Context: an optimization exercise on an open-source flow, tuned for small area, a short achievable clock period and few clock cycles per item. The choices shown serve that exercise and are no tape-out recipe. The RTL was checked by simulation tests, not by an equivalence proof against the original design. No activity file was given, so power comes from the tool's default toggle rates.

==> wip/maple: inputs <==
==> flow/design.v (excerpt) <==
module rs_decoder (
  input  wire       clk,
  input  wire       rst,
  input  wire [7:0] cfg_n,
  input  wire [4:0] cfg_r,
  input  wire       in_valid,
  output wire       in_ready,
  input  wire [7:0] in_data,
  output wire       out_valid,
  input  wire       out_ready,
  output wire [7:0] out_data,
  output wire       out_last,
  output wire       out_err,
  output wire [3:0] out_nerr
);
  localparam integer CAP = 256;    
  localparam integer PL  = 8;      
  function automatic [7:0] gf_mul(input [7:0] a, input [7:0] b);
    reg [7:0] p;
    reg [7:0] x;
    integer i;
    begin
      p = 8'h00;
      x = a;
      for (i = 0; i < 8; i = i + 1) begin
        if (b[i]) p = p ^ x;
        x = {x[6:0], 1'b0} ^ (x[7] ? 8'h1d : 8'h00);
      end
      gf_mul = p;
    end
  endfunction
  function automatic [7:0] gf_pow(input integer e);
    integer i, m;
    reg [7:0] v;
    begin
      m = e % 255;
      if (m < 0) m = m + 255;
      v = 8'h01;
      for (i = 0; i < m; i = i + 1)
        v = {v[6:0], 1'b0} ^ (v[7] ? 8'h1d : 8'h00);
      gf_pow = v;
    end
  endfunction
  function automatic [7:0] gf_inv(input [7:0] a);
    case (a)
      8'h00: gf_inv = 8'h00;
      8'h01: gf_inv = 8'h01;
      8'h02: gf_inv = 8'h8e;
      8'h03: gf_inv = 8'hf4;
      8'h04: gf_inv = 8'h47;
      8'h05: gf_inv = 8'ha7;
      8'h06: gf_inv = 8'h7a;
      8'h07: gf_inv = 8'hba;
      8'h08: gf_inv = 8'had;
      8'h09: gf_inv = 8'h9d;
      8'h0a: gf_inv = 8'hdd;
      8'h0b: gf_inv = 8'h98;
      8'h0c: gf_inv = 8'h3d;
      8'h0d: gf_inv = 8'haa;
      8'h0e: gf_inv = 8'h5d;
      8'h0f: gf_inv = 8'h96;
      8'h10: gf_inv = 8'hd8;
      8'h11: gf_inv = 8'h72;
      8'h12: gf_inv = 8'hc0;
      8'h13: gf_inv = 8'h58;
      8'h14: gf_inv = 8'he0;
      8'h15: gf_inv = 8'h3e;
      8'h16: gf_inv = 8'h4c;
      8'h17: gf_inv = 8'h66;
      8'h18: gf_inv = 8'h90;
      8'h19: gf_inv = 8'hde;
      8'h1a: gf_inv = 8'h55;
      8'h1b: gf_inv = 8'h80;
      8'h1c: gf_inv = 8'ha0;
      8'h1d: gf_inv = 8'h83;
      8'h1e: gf_inv = 8'h4b;
      8'h1f: gf_inv = 8'h2a;
      8'h20: gf_inv = 8'h6c;
      8'h21: gf_inv = 8'hed;
      8'h22: gf_inv = 8'h39;
      8'h23: gf_inv = 8'h51;
  ...
export LEC_CHECK = 0
export CAP_MARGIN = 20
export CORE_MARGIN = 2
export CORE_UTILIZATION = 40
export SLEW_MARGIN = 20
export SYNTH_MEMORY_MAX_BITS = 4096
create_clock -name core_clock -period 10.0 [get_ports {clk}]
standard.sh (not shown) runs the stock make flow with config.mk's settings and CLKGATE_MAP_FILE= SYNTH_SCRIPT=/design/flow/synth_recipe.tcl, a recipe that flattens the netlist after the stock synthesis.
==> flow/flow/run.sh <==
#!/bin/bash
# Layout flow: the standard ORFS flow (standard synthesis, floorplan,
# placement, CTS, routing, finish) with the constraint file unchanged, but
# with repair_timing told to keep a setup margin of 6.5 ns, so that the
# resizer works the paths down towards a 3.5 ns period instead of stopping
# as soon as the 10 ns constraint is met.  make's full output goes to
# flow_make.log here; ORFS keeps each step's own log under orfs/logs/.
set -euo pipefail
bash standard.sh SETUP_SLACK_MARGIN=6.5 finish > flow_make.log 2>&1
==> inputs of wip/amber, as changes to wip/maple <==
--- a/flow/design.v
+++ b/flow/design.v
@@ -303,17 +303,18 @@
     endcase
   endfunction
   integer i, j;
   reg rst_q;
   always @(posedge clk) rst_q <= rst;
   wire rs  = rst_q;             
   wire rsf = rst | rst_q;       
-  reg        in_ready_r;
+  reg        in_ready_r;     
+  reg        rdy_f, rdy_n;   
   assign in_ready = in_ready_r;
-  wire       in_fire = in_valid & in_ready_r;
+  wire       in_fire = in_valid & (rdy_f | rdy_n);
   reg  [7:0] icnt;           
   reg  [7:0] in_n;
   reg  [4:0] in_r;
   reg        in_last_nx;     
   reg        in_msg_nx;      
   wire [7:0] in_k = in_n - {3'd0, in_r};
   reg        d1_v, d1_first, d1_last, d1_msg, d1_w;
@@ -356,33 +357,32 @@
   always @(posedge clk)
     if (buf_wr)
       for (i = 0; i < 8; i = i + 1)
         mbuf[i] <= {mbuf[i][CAP-2:0], d1_data[i]};
   reg [15:0] rlo, rhi;
   reg [15:0] rgrp [0:7];
   always @* begin
-    for (j = 0; j < 16; j = j + 1) begin
-      rlo[j] = (rtap[3:0] == j);
-      rhi[j] = (rtap[7:4] == j);
-    end
     for (i = 0; i < 8; i = i + 1) begin
       for (j = 0; j < 16; j = j + 1)
         rgrp[i][j] = |(mbuf[i][16*j +: 16] & rlo);
       buf_q[i] = |(rgrp[i] & rhi);
     end
   end
   wire [8:0] occ_nx = occ + {8'd0, buf_wr} - {8'd0, buf_rd};
   wire [7:0] tap_d  = (buf_wr & ~buf_rd) ? 8'h01 : (~buf_wr & buf_rd) ? 8'hff : 8'h00;
+  wire [7:0] tap_nx = rs ? 8'hff : rtap + tap_d;
   always @(posedge clk) begin
-    if (rs) begin
+    if (rs)
       occ <= 9'd0;
-      rtap <= 8'hff;
-    end else begin
+    else
       occ <= occ_nx;
-      rtap <= rtap + tap_d;
+    rtap <= tap_nx;
+    for (j = 0; j < 16; j = j + 1) begin
+      rlo[j] <= (tap_nx[3:0] == j);
+      rhi[j] <= (tap_nx[7:4] == j);
     end
   end
   reg [7:0] acc [0:15];
   reg       syn_full;                  
   reg [7:0] syn_n;
   reg [4:0] syn_r;
   wire      bm_take;
@@ -443,30 +443,30 @@
     for (j = 1; j <= 8; j = j + 1) begin
       mprod[j] = gf_mul(m_l ? lam[j] : bh[j],
                         m_s ? (sr[j] & {8{m_ls[j]}}) : (m_i ? dinv : dd));
       psum = psum ^ pr[j];
     end
   end
   wire b_easy  = b_zero || b_bad;
-  reg  dz;                  
+  wire dz = (psum == 8'h00);   
   reg  om_last, om_v;       
   reg  [2:0] om_idx;
   wire b_rot   = (bst == B_A2) ||
                  (bst == B_OMG && !om_last) ||
                  (bst == B_ROT && boff != 4'd0 && !b_easy);
   assign bm_xfer = (bst == B_ROT) && (boff == 4'd0 || b_easy) && chien_idle;
   reg [2:0] bst_nx;
   always @* begin
     bst_nx = bst;
     case (bst)
       B_IDLE: if (syn_full) bst_nx = B_CHK;
       B_CHK:  bst_nx = b_zero ? B_ROT : B_A1;
       B_A1:   bst_nx = B_A2;
-      B_A2:   bst_nx = B_B1;
-      B_B1:   bst_nx = !dz ? B_B2 : (lastit ? B_ROT : B_A1);
+      B_A2:   bst_nx = !dz ? B_B1 : ((bn == b_rm1) ? B_ROT : B_A1);
+      B_B1:   bst_nx = B_B2;
       B_B2:   bst_nx = lastit ? B_ROT : B_A1;
       B_ROT:  if (bm_xfer) bst_nx = b_easy ? B_IDLE : B_OMG;
       B_OMG:  if (om_last) bst_nx = B_IDLE;
       default: bst_nx = B_IDLE;
     endcase
   end
   always @(posedge clk) begin
@@ -518,26 +518,25 @@
             bh[i]  <= (i == 1) ? 8'h01 : 8'h00;
           end
           b_zero <= acc_zero;
         end
         B_CHK: ;
         B_A2: begin
           dd     <= psum;
-          dz     <= (psum == 8'h00);
+          if (dz) begin
+            bh[1] <= 8'h00;
+            for (i = 2; i <= 8; i = i + 1)
+              bh[i] <= bh[i - 1];
+          end
           repl   <= ({bl, 1'b0} <= {1'b0, bn});
           lastit <= (bn == b_rm1);
           boff   <= boff + 4'd1;
           bn     <= bn + 5'd1;
         end
         B_B1: begin
-          if (dz) begin
-            bh[1] <= 8'h00;
-            for (i = 2; i <= 8; i = i + 1)
-              bh[i] <= bh[i - 1];
-          end
         end
         B_B2: begin
           for (i = 1; i <= 8; i = i + 1)
             lam[i] <= lam[i] ^ pr[i];
           if (repl) begin
             bh[1] <= dinv;
             for (i = 2; i <= 8; i = i + 1)
@@ -569,42 +568,49 @@
   reg  [4:0] c_l;           
   reg  [3:0] c_t;
   reg        c_easy;        
   reg        c_ok;
   reg  [8:0] c_pos;         
   reg  [3:0] c_cnt;         
   reg  [7:0] c_ls [0:PL-1];   
+  reg  [7:0] c_lt [0:PL-1];   
   reg        c_lv;          
   reg  [PL-1:0] c_lm;       
   reg  [PL-1:0] c_hit;      
   reg        c_end1, c_end2, c_end3, c_end4;
   reg  [3:0] c_hs;          
   reg  [3:0] c_pre;         
   wire       c_xfer;        
   assign chien_idle = cst[0];
   reg [7:0] lsum [0:PL-1];
+  reg [7:0] ltop [0:PL-1];
   always @* begin
     for (j = 0; j < PL; j = j + 1) begin
       lsum[j] = 8'h01;
-      for (i = 1; i <= 8; i = i + 1)
+      ltop[j] = 8'h00;
+      for (i = 1; i <= 4; i = i + 1)
         lsum[j] = lsum[j] ^ gf_mul(cl[i], gf_pow(-i * j));
+      for (i = 5; i <= 8; i = i + 1)
+        ltop[j] = ltop[j] ^ gf_mul(cl[i], gf_pow(-i * j));
     end
   end
   reg [3:0] hitsum;
   always @* begin
     hitsum = 4'd0;
     for (j = 0; j < PL; j = j + 1)
       hitsum = hitsum + {3'd0, c_hit[j]};
   end
   wire       scan_end = c_pos[8] || (c_pos[7:0] < PL);
   always @(posedge clk) begin
     for (j = 0; j < PL; j = j + 1)
       c_ls[j] <= lsum[j];
     for (j = 0; j < PL; j = j + 1)
-      c_hit[j] <= c_lv && (c_ls[j] == 8'h00) && c_lm[j];
+      c_lt[j] <= ltop[j];
+    for (j = 0; j < PL; j = j + 1)
+      c_hit[j] <= c_lv && (c_ls[j] == c_lt[j]) && c_lm[j];
     c_hs <= hitsum;
     if (rs) begin
       cst <= C_IDLE;
     end else begin
       case (1'b1)
         cst[0]: if (bm_xfer) begin
           for (i = 1; i <= 8; i = i + 1) cl[i] <= lam[i];
@@ -763,46 +769,51 @@
     s2_om   <= s1_om;
     s2_err  <= s1_err;
     s2_nerr <= s1_nerr;
   end
   wire [7:0]  s2_out = s2_d ^ (s2_fix ? gf_mul(s2_om, s2_inv) : 8'h00);
   wire [13:0] s2_ent = {s2_nerr, s2_err, s2_last, s2_out};
   reg [13:0] fq [0:3];
+  reg [13:0] oq;
   reg        fv;
-  assign o_pop     = fv && out_ready;
+  assign o_pop     = (f_cnt != 3'd0) && out_ready;
   assign out_valid = fv;
-  assign out_data  = fq[0][7:0];
-  assign out_last  = fq[0][8];
-  assign out_err   = fq[0][9];
-  assign out_nerr  = fq[0][13:10];
-  wire       f_keep = !out_ready && !(s2_v && f_cnt == 3'd0);
+  assign out_data  = oq[7:0];
+  assign out_last  = oq[8];
+  assign out_err   = oq[9];
+  assign out_nerr  = oq[13:10];
   reg [13:0] fq_pop [0:3];
   reg [13:0] fq_hold [0:3];
   always @* begin
     for (i = 0; i < 4; i = i + 1) begin
       fq_hold[i] = (s2_v && f_cnt == i) ? s2_ent : fq[i];
       fq_pop[i]  = (s2_v && (f_cnt == i + 1 || (f_cnt == 3'd0 && i == 0))) ? s2_ent :
                    ((i < 3) ? fq[(i + 1) % 4] : fq[i]);
     end
   end
   always @(posedge clk) begin
-    fq[0] <= (fq[0] & {14{f_keep}}) | ((out_ready ? fq_pop[0] : s2_ent) & {14{!f_keep}});
-    for (i = 1; i < 4; i = i + 1)
+    oq <= out_ready ? fq_pop[0] : ((f_cnt == 3'd0) ? s2_ent : fq[0]);
+    for (i = 0; i < 4; i = i + 1)
       fq[i] <= out_ready ? fq_pop[i] : fq_hold[i];
     if (rsf)
       fv <= 1'b0;
     else
       fv <= o_pop ? (f_cnt + {2'b00, s2_v} != 3'd1) : (f_cnt != 3'd0 || s2_v);
     if (rs)
       f_cnt <= 3'd0;
     else
       f_cnt <= f_cnt + {2'b00, s2_v} - {2'b00, o_pop};
   end
   wire       next_first = in_fire ? (icnt != 8'd0 && in_last_nx) : (icnt == 8'd0);
   wire       bm_idle_nx = (bst_nx == B_IDLE) && !(bst == B_IDLE && syn_full);
   always @(posedge clk) begin
-    if (rsf)
+    if (rsf) begin
       in_ready_r <= 1'b0;
-    else
+      rdy_f      <= 1'b0;
+      rdy_n      <= 1'b0;
+    end else begin
       in_ready_r <= (occ <= CAP - 3) && (!next_first || bm_idle_nx);
+      rdy_f      <= (occ <= CAP - 3) && next_first && bm_idle_nx;
+      rdy_n      <= (occ <= CAP - 3) && !next_first;
+    end
   end
 endmodule
==> flow/flow/run.sh (replaced) <==
#!/bin/bash
# Layout flow: the standard ORFS flow (standard synthesis, floorplan,
# placement, CTS, routing, finish) with the constraint file unchanged, and
# these settings:
#  - repair_timing keeps a setup margin of 6.6 ns, so the resizer works the
#    paths down towards a 3.4 ns period instead of stopping as soon as the
#    10 ns constraint is met;
#  - clock sinks clustered in groups of up to 25 within 100 um, so the clock
#    tree needs fewer buffers;
#  - 55% core utilisation, for shorter wires.
# make's full output goes to flow_make.log here; ORFS keeps each step's own
# log under orfs/logs/.
set -euo pipefail
bash standard.sh SETUP_SLACK_MARGIN=6.6 CTS_CLUSTER_SIZE=25 CTS_CLUSTER_DIAMETER=100 \
  CORE_UTILIZATION=55 finish > flow_make.log 2>&1
==> notes <==
- Of wip/amber and wip/maple, wip/amber has the higher sequential power (gap about 3%, measured against wip/maple).
- Of wip/amber and wip/maple, wip/maple has the higher final area (gap about 4.5%, measured against wip/maple).
- Between wip/maple and wip/amber, the lower first-iteration DRC count is in wip/amber (gap about 30%, measured against wip/amber).
- Against wip/maple, the sequential share of layout area of wip/amber is higher by 3.9 points.
- Between wip/amber and wip/maple, the lower register-to-register slack is in wip/maple (gap 170 ps).
- Of wip/amber and wip/maple, wip/maple has the higher die area (gap about 26%, measured against wip/maple).
==> figures <==
Status: wip/maple no timing/DRC/antenna violations; wip/amber no timing/DRC/antenna violations
Minimum clock period after layout: wip/maple 3580 ps; wip/amber 3390 ps
Levels on crit path: wip/maple 1; wip/amber 7
Fraction of final layout cells with drive strength greater than 1: wip/maple 11.9%; wip/amber 8.17%
Crit path capture: wip/maple out_nerr[3]; wip/amber s1_d[4]
Fraction of power spent switching nets: wip/maple 40.8%; wip/amber 39.2%
FF-to-FF path depth: wip/maple 10; wip/amber 7
Endpoint kind of the worst setup timing path: wip/maple output port; wip/amber register
Slack of the critical path: wip/maple 6420 ps; wip/amber 6610 ps
Placed cells: wip/maple 17000; wip/amber 15500
Total standard cell area after synthesis: wip/maple 0.155 mm²; wip/amber 0.157 mm²
Die Outline Area: wip/maple 0.393 mm²; wip/amber 0.290 mm²
Global routing usage on met1: wip/maple 36.0%; wip/amber 46.8%
Testbench counts of wip/maple, summed over its fixed seeds: cycles 43,031, items 256.
Testbench counts of wip/amber, summed over its fixed seeds: cycles 42,566, items 256.


==> run E: inputs <==
Another version of the RTL of rs_decoder (not shown whole).
export LEC_CHECK = 0
export CAP_MARGIN = 20
export CORE_MARGIN = 2
export CORE_UTILIZATION = 40
export SLEW_MARGIN = 20
export SYNTH_MEMORY_MAX_BITS = 4096
create_clock -name core_clock -period 10.0 [get_ports {clk}]
==> flow/flow/run.sh <==
#!/bin/bash
# Layout flow: the standard ORFS flow (standard synthesis, floorplan,
# placement, CTS, routing, finish) with the constraint file unchanged, but
# with repair_timing told to keep a setup margin of 6.5 ns, so that the
# resizer works the paths down towards a 3.5 ns period instead of stopping
# as soon as the 10 ns constraint is met, and with larger clock sink
# clusters (25 sinks, 100 um) so the clock tree needs fewer buffers.
# make's full output goes to flow_make.log here; ORFS keeps each step's own
# log under orfs/logs/.
set -euo pipefail
bash standard.sh SETUP_SLACK_MARGIN=6.5 CTS_CLUSTER_SIZE=25 CTS_CLUSTER_DIAMETER=100 finish > flow_make.log 2>&1
==> run D: changes against run E <==
--- a/flow/design.v
+++ b/flow/design.v
@@ -304,16 +304,15 @@
   endfunction
   integer i, j;
   reg rst_q;
   always @(posedge clk) rst_q <= rst;
   wire rs  = rst_q;             
   wire rsf = rst | rst_q;       
-  reg        in_ready_r;     
-  reg        rdy_f, rdy_n;   
+  reg        in_ready_r;
   assign in_ready = in_ready_r;
-  wire       in_fire = in_valid & (rdy_f | rdy_n);
+  wire       in_fire = in_valid & in_ready_r;
   reg  [7:0] icnt;           
   reg  [7:0] in_n;
   reg  [4:0] in_r;
   reg        in_last_nx;     
   reg        in_msg_nx;      
   wire [7:0] in_k = in_n - {3'd0, in_r};
@@ -347,42 +346,35 @@
         end
       end
     end
   end
   reg [CAP-1:0] mbuf [0:7];
   reg [8:0]     occ;
-  reg [7:0]     rtap;
+  reg [7:0]     rtap [0:7];
   wire          buf_wr = d1_w;
   wire          buf_rd;                     
   reg  [7:0]    buf_q;
   always @(posedge clk)
     if (buf_wr)
       for (i = 0; i < 8; i = i + 1)
         mbuf[i] <= {mbuf[i][CAP-2:0], d1_data[i]};
-  reg [15:0] rlo, rhi;
-  reg [15:0] rgrp [0:7];
   always @* begin
-    for (j = 0; j < 16; j = j + 1) begin
-      rlo[j] = (rtap[3:0] == j);
-      rhi[j] = (rtap[7:4] == j);
-    end
-    for (i = 0; i < 8; i = i + 1) begin
-      for (j = 0; j < 16; j = j + 1)
-        rgrp[i][j] = |(mbuf[i][16*j +: 16] & rlo);
-      buf_q[i] = |(rgrp[i] & rhi);
-    end
+    for (i = 0; i < 8; i = i + 1)
+      buf_q[i] = mbuf[i][rtap[i]];
   end
   wire [8:0] occ_nx = occ + {8'd0, buf_wr} - {8'd0, buf_rd};
   wire [7:0] tap_d  = (buf_wr & ~buf_rd) ? 8'h01 : (~buf_wr & buf_rd) ? 8'hff : 8'h00;
   always @(posedge clk) begin
     if (rs) begin
       occ <= 9'd0;
-      rtap <= 8'hff;
+      for (i = 0; i < 8; i = i + 1)
+        rtap[i] <= 8'hff;
     end else begin
       occ <= occ_nx;
-      rtap <= rtap + tap_d;
+      for (i = 0; i < 8; i = i + 1)
+        rtap[i] <= rtap[i] + tap_d;
     end
   end
   reg [7:0] acc [0:15];
   reg       syn_full;                  
   reg [7:0] syn_n;
   reg [4:0] syn_r;
@@ -571,48 +563,40 @@
   reg  [3:0] c_t;
   reg        c_easy;        
   reg        c_ok;
   reg  [8:0] c_pos;         
   reg  [3:0] c_cnt;         
   reg  [7:0] c_ls [0:PL-1];   
-  reg  [7:0] c_lt [0:PL-1];   
   reg        c_lv;          
   reg  [PL-1:0] c_lm;       
   reg  [PL-1:0] c_hit;      
-  reg        c_end1, c_end2, c_end3, c_end4;
-  reg  [3:0] c_hs;          
+  reg        c_end1, c_end2;
   reg  [3:0] c_pre;         
   wire       c_xfer;        
   assign chien_idle = cst[0];
   reg [7:0] lsum [0:PL-1];
-  reg [7:0] ltop [0:PL-1];
   always @* begin
     for (j = 0; j < PL; j = j + 1) begin
       lsum[j] = 8'h01;
-      ltop[j] = 8'h00;
-      for (i = 1; i <= 4; i = i + 1)
+      for (i = 1; i <= 8; i = i + 1)
         lsum[j] = lsum[j] ^ gf_mul(cl[i], gf_pow(-i * j));
-      for (i = 5; i <= 8; i = i + 1)
-        ltop[j] = ltop[j] ^ gf_mul(cl[i], gf_pow(-i * j));
     end
   end
   reg [3:0] hitsum;
   always @* begin
     hitsum = 4'd0;
     for (j = 0; j < PL; j = j + 1)
       hitsum = hitsum + {3'd0, c_hit[j]};
   end
+  wire [4:0] cnt_add  = {1'b0, c_cnt} + {1'b0, hitsum};
   wire       scan_end = c_pos[8] || (c_pos[7:0] < PL);
   always @(posedge clk) begin
     for (j = 0; j < PL; j = j + 1)
       c_ls[j] <= lsum[j];
     for (j = 0; j < PL; j = j + 1)
-      c_lt[j] <= ltop[j];
-    for (j = 0; j < PL; j = j + 1)
-      c_hit[j] <= c_lv && (c_ls[j] == c_lt[j]) && c_lm[j];
-    c_hs <= hitsum;
+      c_hit[j] <= c_lv && (c_ls[j] == 8'h00) && c_lm[j];
     if (rs) begin
       cst <= C_IDLE;
     end else begin
       case (1'b1)
         cst[0]: if (bm_xfer) begin
           for (i = 1; i <= 8; i = i + 1) cl[i] <= lam[i];
@@ -624,40 +608,36 @@
           c_ok   <= b_zero;
           c_pos  <= {1'b0, b_n} - 9'd1;
           c_cnt  <= 4'd0;
           c_lv   <= 1'b0;
           c_end1 <= 1'b0;
           c_end2 <= 1'b0;
-          c_end3 <= 1'b0;
-          c_end4 <= 1'b0;
           c_pre  <= 4'd0;
           cst    <= b_easy ? C_DONE : C_FILL;
         end
         cst[1]: begin
           if (om_v) co[om_idx] <= psum;
           if (om_last) cst <= C_SCAN;
         end
         cst[2]: begin
           c_lv  <= !c_end1;
-          c_cnt <= c_cnt + c_hs;
+          c_cnt <= cnt_add[3:0];
           if (!c_end1) begin
             for (i = 1; i <= 8; i = i + 1) cl[i] <= gf_mul(cl[i], gf_pow(-PL * i));
             for (i = 1; i < 8; i = i + 1)  co[i] <= gf_mul(co[i], gf_pow(-PL * i));
             for (j = 0; j < PL; j = j + 1)
               c_lm[j] <= !c_pos[8] && (c_pos[7:0] >= j);
             c_pos <= c_pos - PL;
             if (scan_end) begin
               c_end1 <= 1'b1;
               c_pre  <= PL - c_pos[3:0];
             end
           end
           c_end2 <= c_end1;
-          c_end3 <= c_end2;
-          c_end4 <= c_end3;
-          if (c_end4) begin
-            c_ok <= (c_l <= {1'b0, c_t}) && ({1'b0, c_cnt} == c_l);
+          if (c_end2) begin
+            c_ok <= (c_l <= {1'b0, c_t}) && (cnt_add == c_l);
             cst  <= C_DONE;
           end
         end
         cst[3]: begin
           if (c_xfer) cst <= C_IDLE;
           else if (c_pre != 4'd0) begin
@@ -773,31 +753,29 @@
     s2_nerr <= s1_nerr;
   end
   wire [7:0]  s2_out = s2_d ^ (s2_fix ? gf_mul(s2_om, s2_inv) : 8'h00);
   wire [13:0] s2_ent = {s2_nerr, s2_err, s2_last, s2_out};
   reg [13:0] fq [0:3];
   reg        fv;
-  assign o_pop     = (f_cnt != 3'd0) && out_ready;
+  assign o_pop     = fv && out_ready;
   assign out_valid = fv;
   assign out_data  = fq[0][7:0];
   assign out_last  = fq[0][8];
   assign out_err   = fq[0][9];
   assign out_nerr  = fq[0][13:10];
-  wire       f_keep = !out_ready && !(s2_v && f_cnt == 3'd0);
   reg [13:0] fq_pop [0:3];
   reg [13:0] fq_hold [0:3];
   always @* begin
     for (i = 0; i < 4; i = i + 1) begin
       fq_hold[i] = (s2_v && f_cnt == i) ? s2_ent : fq[i];
       fq_pop[i]  = (s2_v && (f_cnt == i + 1 || (f_cnt == 3'd0 && i == 0))) ? s2_ent :
                    ((i < 3) ? fq[(i + 1) % 4] : fq[i]);
     end
   end
   always @(posedge clk) begin
-    fq[0] <= (fq[0] & {14{f_keep}}) | ((out_ready ? fq_pop[0] : s2_ent) & {14{!f_keep}});
-    for (i = 1; i < 4; i = i + 1)
+    for (i = 0; i < 4; i = i + 1)
       fq[i] <= out_ready ? fq_pop[i] : fq_hold[i];
     if (rsf)
       fv <= 1'b0;
     else
       fv <= o_pop ? (f_cnt + {2'b00, s2_v} != 3'd1) : (f_cnt != 3'd0 || s2_v);
     if (rs)
@@ -805,17 +783,12 @@
     else
       f_cnt <= f_cnt + {2'b00, s2_v} - {2'b00, o_pop};
   end
   wire       next_first = in_fire ? (icnt != 8'd0 && in_last_nx) : (icnt == 8'd0);
   wire       bm_idle_nx = (bst_nx == B_IDLE) && !(bst == B_IDLE && syn_full);
   always @(posedge clk) begin
-    if (rsf) begin
+    if (rsf)
       in_ready_r <= 1'b0;
-      rdy_f      <= 1'b0;
-      rdy_n      <= 1'b0;
-    end else begin
+    else
       in_ready_r <= (occ <= CAP - 3) && (!next_first || bm_idle_nx);
-      rdy_f      <= (occ <= CAP - 3) && next_first && bm_idle_nx;
-      rdy_n      <= (occ <= CAP - 3) && !next_first;
-    end
   end
 endmodule
==> flow/run.sh (new file) <==
#!/bin/bash
# synth_recipe.tcl (not shown) runs the flow's synth.tcl, then flattens the netlist and writes it again
# the make line also repeats each setting of config.mk as NAME=value (left out here)
make -C /OpenROAD-flow-scripts/flow DESIGN_CONFIG=/design/flow/config.mk WORK_HOME=/design/flow/orfs CLKGATE_MAP_FILE= SYNTH_SCRIPT=/design/flow/synth_recipe.tcl finish
removed: flow/flow/run.sh
removed: flow/standard.sh
==> run M: changes against run E <==
--- a/flow/design.v
+++ b/flow/design.v
@@ -445,13 +445,13 @@
       mprod[j] = gf_mul(m_l ? lam[j] : bh[j],
                         m_s ? (sr[j] & {8{m_ls[j]}}) : (m_i ? dinv : dd));
       psum = psum ^ pr[j];
     end
   end
   wire b_easy  = b_zero || b_bad;
-  reg  dz;                  
+  wire dz = (psum == 8'h00);   
   reg  om_last, om_v;       
   reg  [2:0] om_idx;
   wire b_rot   = (bst == B_A2) ||
                  (bst == B_OMG && !om_last) ||
                  (bst == B_ROT && boff != 4'd0 && !b_easy);
   assign bm_xfer = (bst == B_ROT) && (boff == 4'd0 || b_easy) && chien_idle;
@@ -459,14 +459,14 @@
   always @* begin
     bst_nx = bst;
     case (bst)
       B_IDLE: if (syn_full) bst_nx = B_CHK;
       B_CHK:  bst_nx = b_zero ? B_ROT : B_A1;
       B_A1:   bst_nx = B_A2;
-      B_A2:   bst_nx = B_B1;
-      B_B1:   bst_nx = !dz ? B_B2 : (lastit ? B_ROT : B_A1);
+      B_A2:   bst_nx = !dz ? B_B1 : ((bn == b_rm1) ? B_ROT : B_A1);
+      B_B1:   bst_nx = B_B2;
       B_B2:   bst_nx = lastit ? B_ROT : B_A1;
       B_ROT:  if (bm_xfer) bst_nx = b_easy ? B_IDLE : B_OMG;
       B_OMG:  if (om_last) bst_nx = B_IDLE;
       default: bst_nx = B_IDLE;
     endcase
   end
@@ -520,24 +520,23 @@
           end
           b_zero <= acc_zero;
         end
         B_CHK: ;
         B_A2: begin
           dd     <= psum;
-          dz     <= (psum == 8'h00);
+          if (dz) begin
+            bh[1] <= 8'h00;
+            for (i = 2; i <= 8; i = i + 1)
+              bh[i] <= bh[i - 1];
+          end
           repl   <= ({bl, 1'b0} <= {1'b0, bn});
           lastit <= (bn == b_rm1);
           boff   <= boff + 4'd1;
           bn     <= bn + 5'd1;
         end
         B_B1: begin
-          if (dz) begin
-            bh[1] <= 8'h00;
-            for (i = 2; i <= 8; i = i + 1)
-              bh[i] <= bh[i - 1];
-          end
         end
         B_B2: begin
           for (i = 1; i <= 8; i = i + 1)
             lam[i] <= lam[i] ^ pr[i];
           if (repl) begin
             bh[1] <= dinv;
@@ -772,32 +771,32 @@
     s2_err  <= s1_err;
     s2_nerr <= s1_nerr;
   end
   wire [7:0]  s2_out = s2_d ^ (s2_fix ? gf_mul(s2_om, s2_inv) : 8'h00);
   wire [13:0] s2_ent = {s2_nerr, s2_err, s2_last, s2_out};
   reg [13:0] fq [0:3];
+  reg [13:0] oq;
   reg        fv;
   assign o_pop     = (f_cnt != 3'd0) && out_ready;
   assign out_valid = fv;
-  assign out_data  = fq[0][7:0];
-  assign out_last  = fq[0][8];
-  assign out_err   = fq[0][9];
-  assign out_nerr  = fq[0][13:10];
-  wire       f_keep = !out_ready && !(s2_v && f_cnt == 3'd0);
+  assign out_data  = oq[7:0];
+  assign out_last  = oq[8];
+  assign out_err   = oq[9];
+  assign out_nerr  = oq[13:10];
   reg [13:0] fq_pop [0:3];
   reg [13:0] fq_hold [0:3];
   always @* begin
     for (i = 0; i < 4; i = i + 1) begin
       fq_hold[i] = (s2_v && f_cnt == i) ? s2_ent : fq[i];
       fq_pop[i]  = (s2_v && (f_cnt == i + 1 || (f_cnt == 3'd0 && i == 0))) ? s2_ent :
                    ((i < 3) ? fq[(i + 1) % 4] : fq[i]);
     end
   end
   always @(posedge clk) begin
-    fq[0] <= (fq[0] & {14{f_keep}}) | ((out_ready ? fq_pop[0] : s2_ent) & {14{!f_keep}});
-    for (i = 1; i < 4; i = i + 1)
+    oq <= out_ready ? fq_pop[0] : ((f_cnt == 3'd0) ? s2_ent : fq[0]);
+    for (i = 0; i < 4; i = i + 1)
       fq[i] <= out_ready ? fq_pop[i] : fq_hold[i];
     if (rsf)
       fv <= 1'b0;
     else
       fv <= o_pop ? (f_cnt + {2'b00, s2_v} != 3'd1) : (f_cnt != 3'd0 || s2_v);
     if (rs)
==> flow/flow/run.sh (replaced) <==
#!/bin/bash
# Layout flow: the standard ORFS flow (standard synthesis, floorplan,
# placement, CTS, routing, finish) with the constraint file unchanged, and
# these settings:
#  - repair_timing keeps a setup margin of 6.6 ns, so the resizer works the
#    paths down towards a 3.4 ns period instead of stopping as soon as the
#    10 ns constraint is met;
#  - clock sinks clustered in groups of up to 25 within 100 um, so the clock
#    tree needs fewer buffers;
#  - 60% core utilisation, for shorter wires.
# make's full output goes to flow_make.log here; ORFS keeps each step's own
# log under orfs/logs/.
set -euo pipefail
bash standard.sh SETUP_SLACK_MARGIN=6.6 CTS_CLUSTER_SIZE=25 CTS_CLUSTER_DIAMETER=100 \
  CORE_UTILIZATION=60 finish > flow_make.log 2>&1
==> run summary <==
- Leaving out fill and tap cells, the most frequent cells in the layout are 2871 x sky130_fd_sc_hd__edfxtp_1, 1931 x sky130_fd_sc_hd__xnor2_1, 892 x sky130_fd_sc_hd__nand2_1, 765 x sky130_fd_sc_hd__nor2_1, 742 x sky130_fd_sc_hd__xor2_1.
- The H-tree depth reported by CTS is 4.
- The total die area is 398000 um^2.
- Post-CTS timing repair inserted 32 buffers for setup.
- The number of clock buffers added by TritonCTS is 164.
- Of the total synthesized cell area, the portion taken by XOR and XNOR cells is 0.154.
- The initial antenna violation count is 29.
- The part of the Yosys area used for sequential elements is 0.596.
- The internal power of the cells totals 29.9 mW.
- The share of the synthesized area in the top cell type is 0.549.
- For met3 alone, demand over resource in global routing was 0.0430.
- The flow ran to the end and the layout has no timing, DRC or antenna violations.
- The number of vias per cell after detailed routing is 5.92.
- The switching power is 21.8 mW.
- In this run the top signal layer used is met5.
Source of the figures above: run E

==> run summary <==
- For met3 alone, demand over resource in global routing was 0.0924.
- Of the total synthesized cell area, the portion taken by XOR and XNOR cells is 0.154.
- Clock tree synthesis inserted a total of 162 buffers.
- The top routing layer in use is met5.
- The number of vias per cell after detailed routing is 6.63.
- The run finished with no timing, DRC or antenna violations.
- Of the post-synthesis cell area, the dominant cell type holds 0.547.
- The H-tree was split into 4 levels.
- Post-CTS timing repair inserted 47 buffers for setup.
- The total die area is 267000 um^2.
Source of the figures above: run M

==> run summary <==
- The top routing layer in use is met4.
- For this run, global-route usage on met3 was measured as 0.0256.
- Post-CTS timing repair inserted 0 buffers for setup.
- The number of vias per cell after detailed routing is 5.51.
- The run finished with no timing, DRC or antenna violations.
- The share of synthesized area in the top cell type comes to 0.533.
- The internal power is 32.7 mW.
- The part of the Yosys area used for sequential elements is 0.578.
- The initial antenna violation count is 15.
- The worst hold path begins at s1_om[3]$_DFF_P_.
- Of the total synthesized cell area, the portion taken by XOR and XNOR cells is 0.154.
- The H-tree depth reported by CTS is 5.
Source of the figures above: run D

Testbench counts of run E, summed over its fixed seeds: cycles 43,031, items 256.
Testbench counts of run D, summed over its fixed seeds: cycles 42,874, items 256.
Testbench counts of run M, summed over its fixed seeds: cycles 42,566, items 256.

-- static timing again, ports no longer ideal --
In the flow no input, the clock included, has a driving cell. The finished layouts below were timed again as built, in two steps. Step 1 assumes that a clkbuf_16 drives the clock port and a buf_2 every other input. Step 2, shift: input delay + t, output delay - t, t = (earliest + latest rising clock arrival at the registers) / 2. This alone moves slack from input paths to output paths. Three values: ideal ports, drivers, drivers and shift; two values: the first two.
| run | t (ns) | setup WS [ns] | worst setup path at the end | worst data-port slew with drivers (ns) | cell pins on the clock port's net |
|---|---|---|---|---|---|
| wip/maple | 1.081 | 6.416 / 6.291 / 5.337 | input to register | 0.46 | 1 |
| wip/amber | 0.967 | 6.610 / 6.518 / 5.875 | input to register | 0.26 | 1 |
| run E | 1.006 | 6.402 / 6.301 / 5.800 | input to register | 0.26 | 1 |
| run D | 1.036 | 5.287 / 5.287 / 5.287 | register to register | 0.39 | 1 |
| run M | 0.981 | 6.307 / 6.307 / 5.908 | input to register | 0.06 | 1 |
After both steps setup and hold are still met in every run listed. For wip/maple, which loses most, drivers alone change the setup slack by -0.125 ns; drivers and shift together by -1.079 ns.
